This design comes from an exercise in tuning for small area, a short achievable clock period and few clock cycles per item on the open sky130 flow, not from production work.
The RTL was checked by simulation tests, not by an equivalence proof against the original design.

==> design/flow/design.v <==
module tmu_stats (
    input  wire         clk,
    input  wire         rst,
    input  wire         in_valid,
    output reg          in_ready,
    input  wire [47:0]  in_count,
    input  wire [95:0]  in_sum,
    input  wire [127:0] in_sumsq,
    output reg          out_valid,
    output wire [63:0]  out_mean,
    output wire [63:0]  out_stddev
);
    localparam C = 20;               
    reg  [4:0] ph;                   
    wire       last = (ph == C - 1);  
    reg         m_v, m_sgn;
    reg  [35:0] m_n;                 
    reg  [94:0] m_q;
    reg  [63:0] m_u;
    reg  [75:0] m_ux;
    reg  [98:0] m_cs, m_cc;
    reg         m_cy;
    reg  [5:0]  m_ca, m_cb;
    wire        in_sgn = in_sum[95];
    wire [63:0] in_u   = in_sum[63:0] ^ {64{in_sgn}};
    function [5:0] booth2;           
        input [2:0] bn;              
        input [2:0] bu;              
        begin
            booth2 = {bn[1] ^ bn[0], (bn == 3'b100) | (bn == 3'b011), bn[2],
                      bu[1] ^ bu[0], (bu == 3'b100) | (bu == 3'b011), ~bu[2]};
        end
    endfunction
    wire [4:0]  m_nx = last ? {in_count[3:0], 1'b0} : (m_n[7:3] & {5{ph < 5'd8}});
    wire [4:0]  m_ux5 = last ? {in_u[3:0], 1'b0} : m_ux[7:3];
    wire [98:0] m_cs1, m_cc1, m_cs2, m_cc2;
    wire        m_cy1, m_cy2;
    wire [1:0]  m_p1, m_p2;
    mstep m_sa (.cs(m_cs), .cc(m_cc), .cy(m_cy), .q(m_q), .u(m_u), .c(m_ca),
                .cs_o(m_cs1), .cc_o(m_cc1), .cy_o(m_cy1), .p(m_p1));
    mstep m_sb (.cs(m_cs1), .cc(m_cc1), .cy(m_cy1), .q(m_q), .u(m_u), .c(m_cb),
                .cs_o(m_cs2), .cc_o(m_cc2), .cy_o(m_cy2), .p(m_p2));
    wire [50:0] m_dh = m_cs[50:0] + m_cc[50:0] + {50'd0, m_cy};    
    wire [63:0] m_abs = m_u + {63'd0, m_sgn};
    reg          a_v, a_sgn;
    reg  [32:0]  a_n;
    reg  [75:0]  a_x;                
    reg  [65:0]  a_xl;               
    reg  [31:0]  a_r;                
    reg  [33:0]  a_rem;              
    reg  [32:0]  a_rm;               
    reg  [37:0]  a_qm;               
    wire [33:0]  a_nrem;
    wire         a_g1, a_g2;
    sq2 #(.QW(32), .RW(34)) a_sq (.rem(a_rem), .r(a_r), .x(a_x[75:72]),
                                  .rem_o(a_nrem), .g1(a_g1), .g2(a_g2));
    wire [70:0]  a_stm;
    dstep2 a_dm (.rem(a_rm), .dq(a_qm), .dv(a_n), .out(a_stm));
    reg          b_v, b_sgn, b_mex;
    reg  [32:0]  b_n;
    reg  [36:0]  b_qm;               
    reg  [65:0]  b_x;                
    reg  [69:0]  b_r;                
    reg  [70:0]  b_rem;              
    wire [70:0]  b_nrem;
    wire         b_g1, b_g2;
    sq2 #(.QW(70), .RW(71)) b_sq (.rem(b_rem), .r(b_r), .x(b_x[65:62]),
                                  .rem_o(b_nrem), .g1(b_g1), .g2(b_g2));
    reg          q_v, q_sgn, q_mex, q_sex;
    reg  [32:0]  q_n;
    reg  [36:0]  q_qm;               
    reg  [32:0]  q_rs;               
    reg  [37:0]  q_qs;               
    wire [70:0]  q_sts;
    dstep2 q_ds (.rem(q_rs), .dq(q_qs), .dv(q_n), .out(q_sts));
    wire        q_zero = (q_n == 33'd0);
    wire [36:0] q_ts   = q_qs[36:0];
    wire        q_im   = q_qm[0] & ~(q_mex & ~q_qm[1]);
    wire        q_is   = q_ts[0] & ~(q_sex & (q_rs == 33'd0) & ~q_ts[1]);
    wire [36:0] q_mean = ({1'b0, q_qm[36:1]} ^ {37{q_sgn}}) + {36'd0, q_sgn ^ q_im};
    wire [35:0] q_sd   = q_ts[36:1] + {35'd0, q_is};
    reg  [36:0] o_mean;
    reg  [35:0] o_sd;
    assign out_mean   = {{27{o_mean[36]}}, o_mean};
    assign out_stddev = {28'd0, o_sd};
    always @(posedge clk) begin
        if (rst) begin
            ph        <= 5'd0;
            in_ready  <= 1'b0;
            m_ca      <= 6'b000001;
            m_cb      <= 6'b000001;
            m_v       <= 1'b0;
            a_v       <= 1'b0;
            b_v       <= 1'b0;
            q_v       <= 1'b0;
            out_valid <= 1'b0;
        end else begin
            ph        <= last ? 5'd0 : ph + 5'd1;
            in_ready  <= (ph == C - 2);
            m_ca      <= booth2(m_nx[2:0], m_ux5[2:0]);
            m_cb      <= booth2(m_nx[4:2], m_ux5[4:2]);
            out_valid <= q_v && last;
            m_v       <= last ? in_valid : m_v;
            a_v       <= last ? m_v : a_v;
            b_v       <= last ? a_v : b_v;
            q_v       <= last ? b_v : q_v;
        end
    end
    always @(posedge clk) begin
        o_mean <= q_zero ? 37'd0 : q_mean;
        o_sd   <= q_zero ? 36'd0 : q_sd;
        if (last) begin
            m_n   <= {3'b0, in_count[32:0]};
            m_q   <= in_sumsq[94:0];
            m_u   <= in_u;
            m_sgn <= in_sgn;
            m_ux  <= {12'd0, in_u};
            m_cs  <= in_sgn ? {1'b0, {33{1'b1}}, in_sum[63:0], 1'b1} : {1'b1, 98'd0};
            m_cc  <= 99'd0;
            m_cy  <= 1'b0;
            a_n   <= m_n[32:0];
            a_sgn <= m_sgn;
            a_x   <= {15'b0, m_dh, m_ux[75:66]};
            a_xl  <= m_ux[65:0];
            a_r   <= 32'd0;
            a_rem <= 34'd0;
            a_rm  <= {2'b0, m_abs[63:33]};
            a_qm  <= {m_abs[32:0], 5'd0};
            b_n   <= a_n;
            b_sgn <= a_sgn;
            b_qm  <= a_qm[36:0];
            b_mex <= (a_rm == 33'd0);
            b_x   <= a_xl;
            b_r   <= {38'd0, a_r};
            b_rem <= {37'd0, a_rem};
            q_n   <= b_n;
            q_sgn <= b_sgn;
            q_qm  <= b_qm;
            q_mex <= b_mex;
            q_sex <= (b_rem == 71'd0);
            q_rs  <= {1'b0, b_r[69:38]};
            q_qs  <= b_r[37:0];
        end else begin
            if (ph < 5'd9)
                m_n <= {m_n[3:0], m_n[35:4]};
            m_cs  <= m_cs2;
            m_cc  <= m_cc2;
            m_cy  <= m_cy2;
            m_ux  <= {m_p2, m_p1, m_ux[75:4]};
            a_x   <= {a_x[71:0], 4'd0};
            a_r   <= {a_r[29:0], a_g1, a_g2};
            a_rem <= a_nrem;
            {a_rm, a_qm} <= a_stm;
            b_x   <= {b_x[61:0], 4'd0};
            b_r   <= {b_r[67:0], b_g1, b_g2};
            b_rem <= b_nrem;
            {q_rs, q_qs} <= q_sts;
        end
    end
endmodule
module mstep (
    input  wire [98:0] cs,
    input  wire [98:0] cc,
    input  wire        cy,
    input  wire [94:0] q,
    input  wire [63:0] u,
    input  wire [5:0]  c,            
    output wire [98:0] cs_o,
    output wire [98:0] cc_o,
    output wire        cy_o,
    output wire [1:0]  p
);
    wire         n1 = c[5], n2 = c[4], nn = c[3], u1 = c[2], u2 = c[1], un = c[0];
    wire [96:0]  mn = ({97{n1}} & {2'd0, q}) | ({97{n2}} & {1'd0, q, 1'b0});
    wire [64:0]  mu = ({65{u1}} & {1'd0, u}) | ({65{u2}} & {u, 1'b0});
    wire [100:0] ra = {2'b0, cs};
    wire [100:0] rb = {2'b0, cc};
    wire [100:0] rc = {1'b0, ~nn, nn, nn, mn ^ {97{nn}}};
    wire [100:0] s1 = ra ^ rb ^ rc;
    wire [100:0] c1 = {(ra[99:0] & rb[99:0]) | (ra[99:0] & rc[99:0]) | (rb[99:0] & rc[99:0]), nn};
    wire [100:0] rd = {2'b0, ~un, {33{un}}, mu ^ {65{un}}};
    wire [100:0] s2 = s1 ^ c1 ^ rd;
    wire [100:0] c2 = {(s1[99:0] & c1[99:0]) | (s1[99:0] & rd[99:0]) | (c1[99:0] & rd[99:0]), un};
    wire [2:0]   lo = {1'b0, s2[1:0]} + {1'b0, c2[1:0]} + {2'b0, cy};
    assign cs_o = s2[100:2];
    assign cc_o = c2[100:2];
    assign cy_o = lo[2];
    assign p    = lo[1:0];
endmodule
module sq2 #(parameter QW = 32, parameter RW = 34) (
    input  wire [RW-1:0] rem,
    input  wire [QW-1:0] r,
    input  wire [3:0]    x,
    output wire [RW-1:0] rem_o,
    output wire          g1,
    output wire          g2
);
    localparam W1 = RW + 2;
    localparam W2 = RW + 4;
    wire [W2-1:0] w = {rem, x};
    wire [W1-1:0] d1;
    wire [W2-1:0] d2a, d2b;
    wire          c2a, k;
    padd #(.W(W1)) a1 (.a({rem, x[3:2]}), .b(~{{(W1-QW-2){1'b0}}, r, 2'b01}),
                       .cin(1'b1), .s(d1), .cout(g1));
    padd #(.W(W2)) a2 (.a(w), .b(~{{(W2-QW-3){1'b0}}, r, 3'b001}),
                       .cin(1'b1), .s(d2a), .cout(c2a));
    wire [W2-1:0] y  = ~{{(W2-QW-4){1'b0}}, r, 4'b1000};
    wire [W2-1:0] z  = ~{{(W2-QW-3){1'b0}}, r, 3'b001};
    wire [W2-1:0] ps = w ^ y ^ z;
    wire [W2-1:0] pc = {(w[W2-2:0] & y[W2-2:0]) | (w[W2-2:0] & z[W2-2:0]) | (y[W2-2:0] & z[W2-2:0]), 1'b1};
    padd #(.W(W2)) a3 (.a(ps), .b(pc), .cin(1'b1), .s(d2b), .cout(k));
    wire          c2b = k & ((w[W2-1] & y[W2-1]) | (w[W2-1] & z[W2-1]) | (y[W2-1] & z[W2-1]));
    assign g2    = g1 ? c2b : c2a;
    assign rem_o = g1 ? (c2b ? d2b[RW-1:0] : {d1[RW-3:0], x[1:0]})
                      : (c2a ? d2a[RW-1:0] : w[RW-1:0]);
endmodule
module dstep2 (
    input  wire [32:0] rem,
    input  wire [37:0] dq,
    input  wire [32:0] dv,
    output wire [70:0] out
);
    wire [34:0] w = {rem, dq[37:36]};
    wire [33:0] d1;
    wire [34:0] d2a, d2b;
    wire        g1, c2a, k;
    padd #(.W(34)) a1 (.a({rem, dq[37]}), .b(~{1'b0, dv}), .cin(1'b1), .s(d1), .cout(g1));
    padd #(.W(35)) a2 (.a(w), .b(~{2'b0, dv}), .cin(1'b1), .s(d2a), .cout(c2a));
    wire [34:0] y  = ~{2'b0, dv};
    wire [34:0] z  = ~{1'b0, dv, 1'b0};
    wire [34:0] ps = w ^ y ^ z;
    wire [34:0] pc = {(w[33:0] & y[33:0]) | (w[33:0] & z[33:0]) | (y[33:0] & z[33:0]), 1'b1};
    padd #(.W(35)) a3 (.a(ps), .b(pc), .cin(1'b1), .s(d2b), .cout(k));
    wire c2b = k & ((w[34] & y[34]) | (w[34] & z[34]) | (y[34] & z[34]));
    wire g2  = g1 ? c2b : c2a;
    assign out = {g1 ? (c2b ? d2b[32:0] : {d1[31:0], dq[36]})
                     : (c2a ? d2a[32:0] : w[32:0]),
                  dq[35:0], g1, g2};
endmodule
module padd #(parameter W = 8) (
    input  wire [W-1:0] a,
    input  wire [W-1:0] b,
    input  wire         cin,
    output wire [W-1:0] s,
    output wire         cout
);
    function integer lg2;            
        input integer x;
        integer k;
        begin
            lg2 = 0;
            for (k = 1; k < x; k = k * 2)
                lg2 = lg2 + 1;
        end
    endfunction
    localparam L = lg2(W + 1);
    wire [W:0] g [0:L];
    wire [W:0] p [0:L];
    assign g[0] = {a & b, cin};
    assign p[0] = {a ^ b, 1'b0};
    genvar l, i;
    generate
        for (l = 0; l < L; l = l + 1) begin : lv
            for (i = 0; i <= W; i = i + 1) begin : bt
                if ((i >> l) & 1) begin : c
                    localparam integer J = ((i >> l) << l) - 1;
                    assign g[l+1][i] = g[l][i] | (p[l][i] & g[l][J]);
                    assign p[l+1][i] = p[l][i] & p[l][J];
                end else begin : n
                    assign g[l+1][i] = g[l][i];
                    assign p[l+1][i] = p[l][i];
                end
            end
        end
    endgenerate
    assign s    = p[0][W:1] ^ g[L][W-1:0];
    assign cout = g[L][W];
endmodule
==> design/flow/run.sh <==
#!/bin/bash
# synth_recipe.tcl (not shown) runs the flow's synth.tcl, then flattens the netlist and writes it again
# the make line also repeats each setting of config.mk as NAME=value (left out here)
make -C /OpenROAD-flow-scripts/flow DESIGN_CONFIG=/design/flow/config.mk WORK_HOME=/design/flow/orfs CLKGATE_MAP_FILE= SYNTH_SCRIPT=/design/flow/synth_recipe.tcl finish
==> design/flow/config.mk <==
export PLATFORM = sky130hd
export DESIGN_NAME = tmu_stats
export DESIGN_NICKNAME = tmu_stats
export VERILOG_FILES = /design/flow/design.v
export SDC_FILE = /design/flow/constraint.sdc
export NUM_CORES = 4
export LEC_CHECK = 0
export ABC_CLOCK_PERIOD_IN_PS = 3000
export CAP_MARGIN = 30
export CORE_MARGIN = 2
export CORE_UTILIZATION = 40
export SETUP_SLACK_MARGIN = 5
export SLEW_MARGIN = 30
==> design/flow/constraint.sdc <==
create_clock -name core_clock -period 10.0 [get_ports {clk}]
set_input_delay 2.0000 -clock core_clock [delete_from_list [all_inputs] [get_ports {clk}]]
set_output_delay 2.0000 -clock core_clock [all_outputs]
set_load 0.01 [all_outputs]
==> impl_metrics.csv, run 1 <==
group,metric,value,unit
critical_path,rr_worst_depth,14,
critical_path,r2r_end,"m_ux[75]$_SDFF_PP0_",
critical_path,crit_path_end_kind,"register",
worst_hold_path,hp-start,"b_n[2]$_DFFE_PP_",
global_routing,antenna_found_initial,7,
synth,synth_seq_cells,1303,
die,row_count,173,
critical_path,cpLargestDelayFamily,"adder cells",
global_routing,grt_pass1_vias,68000,
outcome,status,"no timing/DRC/antenna violations",
synth,async_reset_ff_share,0,%
cells_and_area,final_common_cell,"nand2_1",
placement,globalplace.congestion,0.937,
clock_network,cts_tree,"done",
clock_network,cts_max_level,4,
synth,synth_edf_count,438,
routing,via_count,67800,
sta,worst_slew_pin_slew,1.03,ns
routing,first_pass_iters,8,
global_routing,grt_pass1_wl,400,mm
placement,dp_hpwl,192,mm
cells_and_area,nFillCells,21100,
sta,period_share,48.0,%
sta,final.min_clock_period,4.80,ns
critical_path,slowest_stage,"dfxtp_4",
worst_hold_path,min_path_type,"reg -> reg",
clock_network,clkLatencyLatePin,0.83,ns
cells_and_area,multi_input_area,0.0541,mm²
critical_path,arrival,5.52,ns
synth,synth_cells,9339,
critical_path,cp-start-kind,"register",
critical_path,critPathBufInv,5,
die,core,0.222,mm²
critical_path,critical_path_class,"reg -> reg",
synth,yosysSeqAreaShare,34.2,%
global_routing,grt-ovfl-total,0,
clock_network,numCtsBuffers,151,
cells_and_area,area_growth,12.7,%
routing,ant_nets,0,
critical_path,crit_fanout,48,
routing,drt-total-wl,260,mm
cells_and_area,design_area,0.100,mm²
synth,synthDistinctLibCells,97,
die,die_h,476,µm
sta,rsz0062_at_grt,"no",
routing,vias_per_cell,5.41,
sta,maxSlewHeadroom,31.3,%
die,die_w,476,µm
cells_and_area,drive_gt1_share,4.57,%
cells_and_area,final_cell_mix,"nand2_1 (1237), dfxtp_1 (853), inv_1 (739)",
synth,syn_avg_cell_area,9.53,µm²
synth,yosysTopAreaCell,"dfxtp_1",
global_routing,grt_max_degree,206,
clock_network,cts.sinks,1303,
die,die_area,0.226,mm²
worst_hold_path,min_to,"q_n[2]$_DFFE_PP_",
synth,synthTopCellsByArea,"dfxtp_1 (19%), edfxtp_1 (15%), fa_1 (14%), ha_1 (9.2%), xnor2_1 (6.0%)",
critical_path,required,10.72,ns
job,maxCapViolCount,0,
routing,drcViolationCount,0,
sta,worst_hold_slack,0.378,ns
sta,fin_tns_setup,0,ns
clock_network,clk_pin_slew,0.07,ns
cells_and_area,regArea,0.0305,mm²
routing,routedWlPerCell,20.7,µm
synth,synthFlopType,"dfxtp_1",
synth,yosys_warnings,7,
critical_path,crit_top_cell,"fa_1",
global_routing,grtUsageTotal,22.7,%
sta,slew_viol_final,0,
placement,port_buffers,297,
cells_and_area,nets,11000,
sta,finalSetupViolCount,0,
critical_path,path_cells,"buf_12 -> a22oi_1 -> xnor2_1 -> fa_1 -> inv_1 -> fa_1 -> inv_1 -> fa_1 -> inv_1 -> fa_1 -> fa_1 -> inv_1 -> fa_1 -> and2_1",
clock_network,cts_root_buf,"clkbuf_16",
placement,placed_cell_area,0.0945,mm²
sta,hold_viol_final,0,
die,pin_count,405,
die,start_util,40.1,%
placement,place_ws,3.98,ns
critical_path,slowest_delay,0.60,ns
routing,drt_iter0_drc,5411,
sta,worst_slack,5.20,ns
sta,finalClockSkew,0.0709,ns
clock_network,cts_max_path_buffers,3,
synth,yosysTopAreaCellShare,19.5,%
sta,fmax,0.208,GHz
synth,synthesis.area,0.0890,mm²
worst_hold_path,min_delay_path_depth,0,
critical_path,reg2reg_slack,5.20,ns
critical_path,timing.rr.start,"m_ca[4]$_SDFF_PP0_",
clock_network,cts_hold_buf,0,
==> area by class of cell <==
class                      instances  area share [%]
clock buffer                     200            4.15
sequential                      1303            30.4
multi-input combinational       6857            53.9
inverter                         747            2.82
antenna                            2         0.00499
clock inverter                    82            1.13
timing repair buffer             380            3.84
tap                             2975            3.71
==> worst register-to-register path, cell delays in order (launching register included) <==
cell	delay (ns)
dfxtp_4	0.60
buf_12	0.34
a22oi_1	0.20
xnor2_1	0.18
fa_1	0.56
inv_1	0.05
fa_1	0.52
inv_1	0.05
fa_1	0.57
inv_1	0.07
fa_1	0.50
fa_1	0.43
inv_1	0.08
fa_1	0.39
and2_1	0.14
==> metal layers <==
metal	global-route usage (%)	up-vias	wire, µm
li1	-	32200	-
met1	30.7	33200	114000
met2	36.4	1966	120000
met3	3.60	388	15500
met4	8.15	4	9760
met5	0	-	20
==> synthesized netlist by cell type, types with 19 or more instances <==
cell type,number
a2111oi_0,19
a211oi_1,94
a21boi_0,19
a21o_1,218
a21oi_1,453
a221oi_1,29
a22oi_1,329
a31oi_1,49
and2_1,148
and3_1,80
and4_1,27
buf_1,58
buf_2,33
buf_4,58
clkbuf_1,306
dfxtp_1,865
edfxtp_1,438
fa_1,615
ha_1,654
inv_1,742
mux2i_1,67
nand2_1,1243
nand2b_1,49
nand3_1,118
nand4_1,70
nor2_1,527
nor2b_1,63
nor3_1,139
nor4_1,63
o21a_1,88
o21ai_0,397
o21bai_1,31
o22ai_1,72
o31a_1,23
o31ai_1,28
or2_2,21
or3_1,43
xnor2_1,612
xor2_1,240
==> worst max-delay path by stage <==
stage	start	to	slack [ns]	cells past startpoint
final	m_ca[4]$_SDFF_PP0_	m_ux[75]$_SDFF_PP0_	5.20	14
after global routing	b_r[11]$_DFF_P_	b_rem[44]$_SDFF_PP0_	5.01	15
after CTS	b_r[0]$_DFF_P_	b_rem[30]$_DFF_P_	4.91	15
after detailed placement	b_r[13]$_DFF_P_	b_rem[14]$_DFF_P_	3.98	16
after global placement	b_r[13]$_DFF_P_	b_rem[14]$_DFF_P_	4.00	16
after floorplan	m_ca[3]$_SDFF_PP0_	m_ux[75]$_SDFF_PP0_	5.21	14
==> logic make-up (layout without fill, tap and decap cells) <==
kind of cell | after synthesis | count (layout) | synth area share (%)
muxes | 80 | 80 | 0.918
DFF | 1303 | 1303 | 34.2
buffers and inverters | 1206 | 1409 | 5.39
and+or+nand+nor | 2621 | 2621 | 13.2
other | 1 | 30 | 0.00422
AOI/OAI and AO/OA | 2007 | 2007 | 14.8
adders and majority gates | 1269 | 1269 | 23.0
xor gates and xnor gates | 852 | 852 | 8.39
==> flip-flops by register name, indices dropped and copies added, names as in the netlist, 37 cells and up <==
register  flops
o_mean       37
b_r          70
q_qs         38
b_rem        71
a_qm         38
a_x          76
b_qm         37
m_cc         99
m_u          64
b_x          66
a_xl         66
m_ux         76
m_cs         99
m_q          95
q_qm         37
==> per-stage QoR <==
step / cells / utilization, %
2_1_floorplan: 9366 / -
3_3_place_gp: 12200 / 42.6
3_5_place_dp: 12200 / 42.6
4_1_cts: 12500 / 45.1
5_1_grt: 12500 / 45.2
6_report: 12500 / 45.2
==> what timing repair did <==
action	in CTS	in global routing
resized for setup	21	35
endpoints found under the setup margin	129	132
buffers inserted	4	6
gates cloned	0	1
pin swaps	1	3
Testbench counts, summed over its fixed seeds: cycles 48,496, items 2,400.
==> run 2: changes to the inputs <==
==> design/flow/flow/run.sh (new file) <==
#!/bin/bash
# Standard synthesis, then the standard layout with a larger setup margin
# for repair_timing (the SDC is unchanged).
set -euo pipefail
bash standard.sh synth > synth.log 2>&1
bash standard.sh SETUP_SLACK_MARGIN=6.5 finish > layout.log 2>&1
==> design/flow/standard.sh (new file) <==
#!/bin/bash
# synth_recipe.tcl (not shown) runs the flow's synth.tcl, then flattens the netlist and writes it again
# the make line also repeats each setting of config.mk as NAME=value (left out here)
make -C /OpenROAD-flow-scripts/flow DESIGN_CONFIG=/design/flow/config.mk WORK_HOME=/design/flow/orfs CLKGATE_MAP_FILE= SYNTH_SCRIPT=/design/flow/synth_recipe.tcl "${@:-finish}"
--- a/design/flow/config.mk
+++ b/design/flow/config.mk
@@ -9,5 +9,4 @@
 export CAP_MARGIN = 30
 export CORE_MARGIN = 2
 export CORE_UTILIZATION = 40
-export SETUP_SLACK_MARGIN = 5
 export SLEW_MARGIN = 30
removed: design/flow/run.sh
==> run 2 against run 1 <==
Worst setup slack better by 0.62 ns. Wire length is 11% higher. Cell count is 3.8% higher. Clock-buffer cell count is 5 higher. Highest routed layer unchanged. Utilization is 5.4 points higher. Fmax is 15% higher. Synthesized cell count stayed put. Synthesized area stayed put.
==> impl_metrics.csv, run 2 <==
group,metric,value,unit
clock_network,clk_pin_slew,0.06,ns
routing,ant_nets,0,
synth,yosysTopAreaCell,"dfxtp_1",
critical_path,arrival,4.89,ns
cells_and_area,stdcell_count,13000,
die,row_count,173,
synth,yosysSeqAreaShare,34.2,%
routing,vias_per_cell,5.53,
critical_path,crit_path_end_kind,"register",
synth,synthesis.area,0.0890,mm²
die,die_w,476,µm
placement,globalplace.congestion,0.903,
global_routing,grt_max_degree,228,
critical_path,slowest_delay,0.50,ns
die,pin_count,405,
synth,synth.most_common_cell,"nand2_1",
sta,finalClockSkew,0.0617,ns
synth,netlist_top_cells_count,"nand2_1 (1243), dfxtp_1 (865), inv_1 (742)",
clock_network,cts_root_buf,"clkbuf_16",
sta,fmax,0.239,GHz
synth,synth_edf_count,438,
clock_network,cts_max_level,4,
routing,drcViolationCount,0,
synth,synthFlopType,"dfxtp_1",
cells_and_area,nFillCells,19800,
critical_path,critical_path_class,"reg -> reg",
placement,port_buffers,297,
synth,yosysTopAreaCellShare,19.5,%
cells_and_area,area_growth,26.3,%
critical_path,required,10.71,ns
global_routing,grt_pass1_vias,71200,
sta,final.min_clock_period,4.18,ns
global_routing,antenna_found_initial,4,
critical_path,crit_fanout,5,
critical_path,r2r_end,"b_rem[60]$_SDFF_PP0_",
sta,rsz0062_at_grt,"yes",
worst_hold_path,min_path_type,"reg -> reg",
routing,wl_met3,18.3,mm
cells_and_area,diodes,0,
sta,finalSetupViolCount,0,
routing,first_pass_iters,6,
synth,synthTopCellsByArea,"dfxtp_1 (19%), edfxtp_1 (15%), fa_1 (14%), ha_1 (9.2%), xnor2_1 (6.0%)",
synth,async_reset_ff_share,0,%
global_routing,grtUsageTotal,24.7,%
synth,yosys_warnings,7,
routing,wl_met1,121,mm
routing,top_layer_used,"met5",
critical_path,cp-start-kind,"register",
cells_and_area,nets,11500,
clock_network,cts_hold_buf,0,
sta,maxSlewHeadroom,23.4,%
critical_path,timing.rr.start,"b_r[12]$_DFF_P_",
worst_hold_path,hp-start,"a_x[71]$_SDFF_PP0_",
cells_and_area,final_common_cell,"nand2_1",
global_routing,grt_pass1_wl,429,mm
sta,fin_tns_setup,0,ns
cells_and_area,design_area,0.112,mm²
routing,routedWlPerCell,22.2,µm
clock_network,numCtsBuffers,156,
job,maxCapViolCount,0,
cells_and_area,final_cell_mix,"nand2_1 (1200), dfxtp_1 (779), ha_1 (586)",
die,core,0.222,mm²
sta,period_share,41.8,%
critical_path,reg2reg_slack,5.82,ns
clock_network,cts.sinks,1303,
sta,worst_slew_pin_slew,1.15,ns
global_routing,grt-ovfl-total,0,
clock_network,cts_max_path_buffers,3,
die,start_util,40.1,%
critical_path,rr_worst_depth,16,
placement,placed_cell_area,0.0949,mm²
cells_and_area,drive_gt1_share,21.4,%
die,die_h,476,µm
placement,dp_hpwl,193,mm
routing,via_count,72100,
routing,met2WireLength,135,mm
synth,synthDistinctLibCells,97,
placement,place_inst,12300,
synth,syn_avg_cell_area,9.53,µm²
worst_hold_path,min_delay_path_depth,1,
sta,slew_viol_final,0,
critical_path,path_cells,"inv_2 -> fa_1 -> ha_1 -> a21oi_2 -> o21ai_4 -> a221oi_4 -> o21ai_2 -> nor2b_4 -> o2111a_2 -> buf_4 -> o21ai_4 -> nor3_1 -> or2_1 -> a21oi_1 -> xnor2_1 -> a221o_1",
cells_and_area,largestRegisters,"m_cc: 99 flops, m_cs: 99 flops, m_q: 95 flops",
critical_path,slowest_stage,"fa_1",
sta,hold_viol_final,0,
synth,synth_cells,9339,
die,die_area,0.226,mm²
clock_network,clkLatencyLatePin,0.86,ns
outcome,status,"no timing/DRC/antenna violations",
critical_path,crit_top_cell,"o21ai_4",
routing,drt_iter0_drc,6230,
clock_network,cts_tree,"done",
synth,synth_seq_cells,1303,
routing,drt-total-wl,289,mm
worst_hold_path,min_to,"a_x[75]$_SDFF_PP0_",
## run 2: cell counts after synthesis
No cell type changed its count.
## run 2: final cells by class
type | instances | area, µm² | area share (%)
clock inverter | 88 | 1130 | 1.01
inverter | 747 | 2960 | 2.63
tap | 2975 | 3720 | 3.31
multi-input combinational | 6864 | 59800 | 53.2
timing repair buffer | 847 | 9760 | 8.69
clock buffer | 205 | 4330 | 3.85
sequential | 1303 | 30600 | 27.3
## run 2: worst max path at each step
stage | cells past startpoint | slack [ns] | from | end
final | 16 | 5.82 | b_r[12]$_DFF_P_ | b_rem[60]$_SDFF_PP0_
after global routing | 16 | 5.70 | a_n[3]$_DFFE_PP_ | a_rm[0]$_DFF_P_
after CTS | 16 | 5.85 | b_r[1]$_DFF_P_ | b_rem[11]$_DFF_P_
after detailed placement | 14 | 4.43 | b_rem[0]$_DFF_P_ | b_rem[44]$_SDFF_PP0_
after global placement | 14 | 4.56 | b_rem[0]$_DFF_P_ | b_rem[44]$_SDFF_PP0_
after floorplan | 15 | 6.05 | m_ca[5]$_SDFF_PP0_ | m_ux[75]$_SDFF_PP0_
## run 2: stage by stage
step / worst slack (ns) / hold WS (ns) / utilization, %
3_5_place_dp: 4.43 / 0.395 / 42.8
2_1_floorplan: 6.05 / 0.386 / -
4_1_cts: 5.85 / 0.385 / 49.0
3_3_place_gp: 4.56 / 0.388 / 42.8
6_report: 5.82 / 0.382 / 50.7
5_1_grt: 5.70 / 0.396 / 50.7
## run 2: logic make-up after synthesis
family                   Yosys count  share of synthesized area, %
XOR/XNOR                         852                          8.39
adder cells (fa/ha/maj)         1269                          23.0
other                              1                       0.00422
multiplexers                      80                         0.918
buffers and inverters           1206                          5.39
flip-flops                      1303                          34.2
AO/OA/AOI/OAI                   2007                          14.8
AND/OR/NAND/NOR                 2621                          13.2
## run 2: repair_timing
action | 4_1_cts | 5_1_grt
cloned | 57 | 6
buffers inserted | 274 | 147
gates resized for setup | 1393 | 601
pin swaps | 585 | 369
setup endpoints to repair | 715 | 544
## run 2: worst max-delay path: cells and delay by family (launching register included)
family          cells  cell delay [ns]
compound gates      8             1.82
fa+ha+maj           2             0.86
simple gates        3             0.55
flops               1             0.37
buf+inv             2             0.28
xor+xnor            1             0.14
## run 2: metal layers
metal,vias to the layer above,GRT usage (%)
met4,4,10.8
li1,33300,-
met3,633,3.70
met2,2569,40.0
met5,-,0
met1,35600,32.6

[separate check: timing with driven ports]
No port has a modelled driver above. Below, the same layouts with a new extraction and two added sets of constraints. Step 1 sets driving cells, clkbuf_16 on the clock port and buf_2 on the other inputs (assumed; they add their load-dependent delay and slew). Step 2 moves the port delays by t, midway between the first and last clock arrival at a register: inputs arrive t later, outputs are due t later. That takes back most of the time a late clock gives input paths. a / b / c = ideal / step 1 / step 2; a / b = the first two.
run | shift t [ns] | setup slack, ns | latest minus earliest clock arrival (ns) | worst register clock-pin slew, ns
run 1 | 0.883 | 5.203 / 5.203 / 5.203 | 0.075 / 0.075 | 0.07 / 0.07
run 2 | 0.921 | 5.823 / 5.823 / 5.823 | 0.070 / 0.070 | 0.07 / 0.07
After both steps every run listed still meets setup and hold.
